Background: an optimization exercise with open tools, aiming at small area, a short achievable clock period and few clock cycles per item. Do not read the settings as production practice.

Setup of alpha:
==> flow/design.v (excerpt) <==
module aes_core (
  input  wire         clk,
  input  wire         rst,        
  input  wire         key_load,   
  input  wire         key_256,    
  input  wire [255:0] key,
  input  wire         start,      
  input  wire         dir,        
  input  wire [127:0] din,
  output wire         ready,
  output reg          done,
  output wire [127:0] dout
);
Size in the first run: roughly 12000 cells after synthesis, roughly 990 flip-flops, about 89000 um2 of cells after synthesis.
Settings: LEC_CHECK=0, ABC_AREA=1, CAP_MARGIN=20, CORE_MARGIN=2, CORE_UTILIZATION=30, PLACE_DENSITY=0.45, SLEW_MARGIN=20; clock period 12.0 ns.
standard.sh (not shown) runs the stock make flow with config.mk's settings and CLKGATE_MAP_FILE= SYNTH_SCRIPT=/design/flow/synth_recipe.tcl, a recipe that flattens the netlist after the stock synthesis.
==> flow/flow/run.sh <==
#!/bin/bash
# Standard ORFS layout (the standard flow's SDC and config, unchanged), with
#  - repair_timing aiming at a setup margin beyond the clock period's slack,
#  - the port buffers made with buf_1 (every port still gets its buffer).
set -euo pipefail
bash standard.sh SETUP_SLACK_MARGIN=7 "BUFFER_PORTS_ARGS=-buffer_cell sky130_fd_sc_hd__buf_1" finish > standard_flow.log 2>&1
The inputs of beta differ from those of alpha as listed below.
-- flow/design.v --
<<< alpha, line 460
  wire       g1_n = c_pdir || (c_cnt >= c_nr2 - 5'd2);
  wire [127:0] kbase = (k256 || kfirst) ? w_hi : w_lo;
  reg          ks_s, ks_a, ks_x, ks_br, ks_bn, ks_nr, ks_nn;
  wire [31:0]  ksin_nx;
  reg  [7:0]   rcx;
  function [31:0] rotw(input [31:0] a);
    rotw = {a[23:0], a[31:24]};
  endfunction
  wire [31:0]  ksub_in = (rotw(s[31:0]) & {32{ks_s}}) |
                         (rotw(w_hi[31:0]) & {32{ks_a}}) |
                         (rotw(w_lo[31:0] ^ w_lo[63:32]) & {32{ks_x}}) |
                         (rotw(w_lo[31:0]) & {32{ks_br}}) |
                         (w_lo[31:0] & {32{ks_bn}}) |
                         (rotw(ksin_nx) & {32{ks_nr}}) |
                         (ksin_nx & {32{ks_nn}});
>>> beta, line 460
  wire       g1_n = c_pdir || (c_cnt >= c_nr2 - 5'd2);
  wire [127:0] kbase = (k256 || kfirst) ? w_hi : w_lo;
  reg  [31:0]  kin_r;
  reg          ks_k, ks_nr, ks_nn;
  reg  [7:0]   rcx;
  function [31:0] rotw(input [31:0] a);
    rotw = {a[23:0], a[31:24]};
  endfunction
  wire [31:0]  ksin_nx;
  wire [31:0]  ksub_in = (kin_r & {32{ks_k}}) |
                         (rotw(ksin_nx) & {32{ks_nr}}) |
                         (ksin_nx & {32{ks_nn}});
<<< alpha, line 491
                          (st && krot) ? (kfwd ? xtime(rcon) : xinv(rcon)) : rcon;
  wire         n_inv128 = !n_kfwd && !n_k256;
  wire         n_kbs    = !c_free && !c_kstep && !n_kfirst && !n_inv128;
  wire         nn_krot  = n_k256 ? !n_krot : 1'b1;
  wire [7:0]   nn_rcon  = n_krot ? (n_kfwd ? xtime(n_rcon) : xinv(n_rcon)) : n_rcon;
>>> beta, line 488
                          (st && krot) ? (kfwd ? xtime(rcon) : xinv(rcon)) : rcon;
  wire         n_inv128 = !n_kfwd && !n_k256;
  wire         nn_krot  = n_k256 ? !n_krot : 1'b1;
  wire [7:0]   nn_rcon  = n_krot ? (n_kfwd ? xtime(n_rcon) : xinv(n_rcon)) : n_rcon;
<<< alpha, line 502
  wire [31:0]  kn2 = (kb0 ^ kb1 ^ kb2) ^ t_r;
  wire [31:0]  kn3 = (kb0 ^ kb1 ^ kb2 ^ kb3) ^ t_r;
  assign       ksin_nx = kfwd ? kn3 : k256 ? (kb3 ^ kb2) : (w_lo[31:0] ^ w_lo[95:64]);
  wire [127:0] knew = kfwd ? {kw0, kn1, kn2, kn3}
                           : {kw0, kb1 ^ kb0, kb2 ^ kb1, kb3 ^ kb2};
>>> beta, line 498
  wire [31:0]  kn2 = (kb0 ^ kb1 ^ kb2) ^ t_r;
  wire [31:0]  kn3 = (kb0 ^ kb1 ^ kb2 ^ kb3) ^ t_r;
  wire [31:0]  nx_pre  = kfwd ? (kb0 ^ kb1 ^ kb2 ^ kb3) :
                         k256 ? (kb3 ^ kb2) : (w_lo[31:0] ^ w_lo[95:64]);
  assign       ksin_nx = nx_pre ^ (t_r & {32{kfwd}});
  wire [31:0]  n_slo3 = take_key ? key[31:0] : ((sw || kwb) ? w_hi[31:0] : s[31:0]);
  wire [255:0] n_w    = (ix || jb) ? s : (st ? {w_lo, knew} : w);
  wire [31:0]  kin_n  = c_free   ? rotw(n_slo3) :
                        n_kfirst ? rotw(n_w[159:128]) :
                        n_inv128 ? rotw(n_w[31:0] ^ n_w[63:32]) :
                        n_krot   ? rotw(n_w[31:0]) : n_w[31:0];
  wire [127:0] knew = kfwd ? {kw0, kn1, kn2, kn3}
                           : {kw0, kb1 ^ kb0, kb2 ^ kb1, kb3 ^ kb2};
<<< alpha, line 548
      ready_r <= 1'b1;
      tsel  <= 1'b1;
      ks_s  <= 1'b1;
      ks_a  <= 1'b0;
      ks_x  <= 1'b0;
      ks_br <= 1'b0;
      ks_bn <= 1'b0;
      ks_nr <= 1'b0;
      ks_nn <= 1'b0;
>>> beta, line 552
      ready_r <= 1'b1;
      tsel  <= 1'b1;
      ks_k  <= 1'b1;
      ks_nr <= 1'b0;
      ks_nn <= 1'b0;
<<< alpha, line 618
      krot   <= n_krot;
      rcon   <= n_rcon;
      ks_s   <= c_free;
      ks_a   <= !c_free && !c_kstep && n_kfirst;
      ks_x   <= !c_free && !c_kstep && !n_kfirst && n_inv128;
      ks_br  <= n_kbs && n_krot;
      ks_bn  <= n_kbs && !n_krot;
      ks_nr  <= !c_free && c_kstep && nn_krot;
      ks_nn  <= !c_free && c_kstep && !nn_krot;
>>> beta, line 618
      krot   <= n_krot;
      rcon   <= n_rcon;
      kin_r  <= kin_n;
      ks_k   <= c_free || !c_kstep;
      ks_nr  <= !c_free && c_kstep && nn_krot;
      ks_nn  <= !c_free && c_kstep && !nn_krot;
- The higher maximum frequency came out of alpha.
- Wire length: beta vs alpha up about 3.6%
- Comparing alpha with beta, the post-synthesis share of cell area spent on full adders, half adders and majority gates came out essentially unchanged.
- Critical path buffer and inverter count ends up lower on alpha.
- beta vs alpha: wire length on met3 down
- Against alpha, beta reports a worst hold slack after final layout that is lower.
- Taking alpha as the reference, in beta post-cts sizing count decreased by about 11% relative to the old numbers; number of enable-type register cells in the synthesized netlist decreased by 64 relative to the old numbers; slack of the critical path decreased by 0.42 ns relative to the old numbers; core utilization increased by 0.91 points relative to the old numbers.
- In terms of sum of routed wire segments on met1, alpha and beta differ only marginally.
- From alpha to beta the numbers moved as follows: global-route usage saw little to no change.
No run of this note included a check of the RTL's function; only the layout flow was run.

[re-timing with driven ports]
The flow's constraints put no driver on any port. The routed layouts listed below were extracted and timed again, unchanged, in two steps.
Step 1 (the two cells are an assumption about what drives the block):
set clk [get_ports {clk}]
set_driving_cell -lib_cell sky130_fd_sc_hd__clkbuf_16 $clk
set_driving_cell -lib_cell sky130_fd_sc_hd__buf_2 [delete_from_list [all_inputs] $clk]
Step 2, shift: input delay + t, output delay - t, t = (earliest + latest rising clock arrival at the registers) / 2. This alone moves slack from input paths to output paths.
Three values: no drivers, after step 1, after step 2; two values: the first two.
| run | t, ns | slack for setup (ns) | slew at the worst register clock pin (ns) | worst slew at a driven data input, ns |
|---|---|---|---|---|
| alpha | 0.936 | 6.647 / 6.647 / 6.265 | 0.07 / 0.07 | 0.10 |
| beta | 0.953 | 6.223 / 6.223 / 6.164 | 0.07 / 0.07 | 0.09 |
After both steps every run listed still meets setup and hold. For alpha, which loses most, drivers alone change the setup slack by 0.000 ns; drivers and shift together by -0.382 ns.
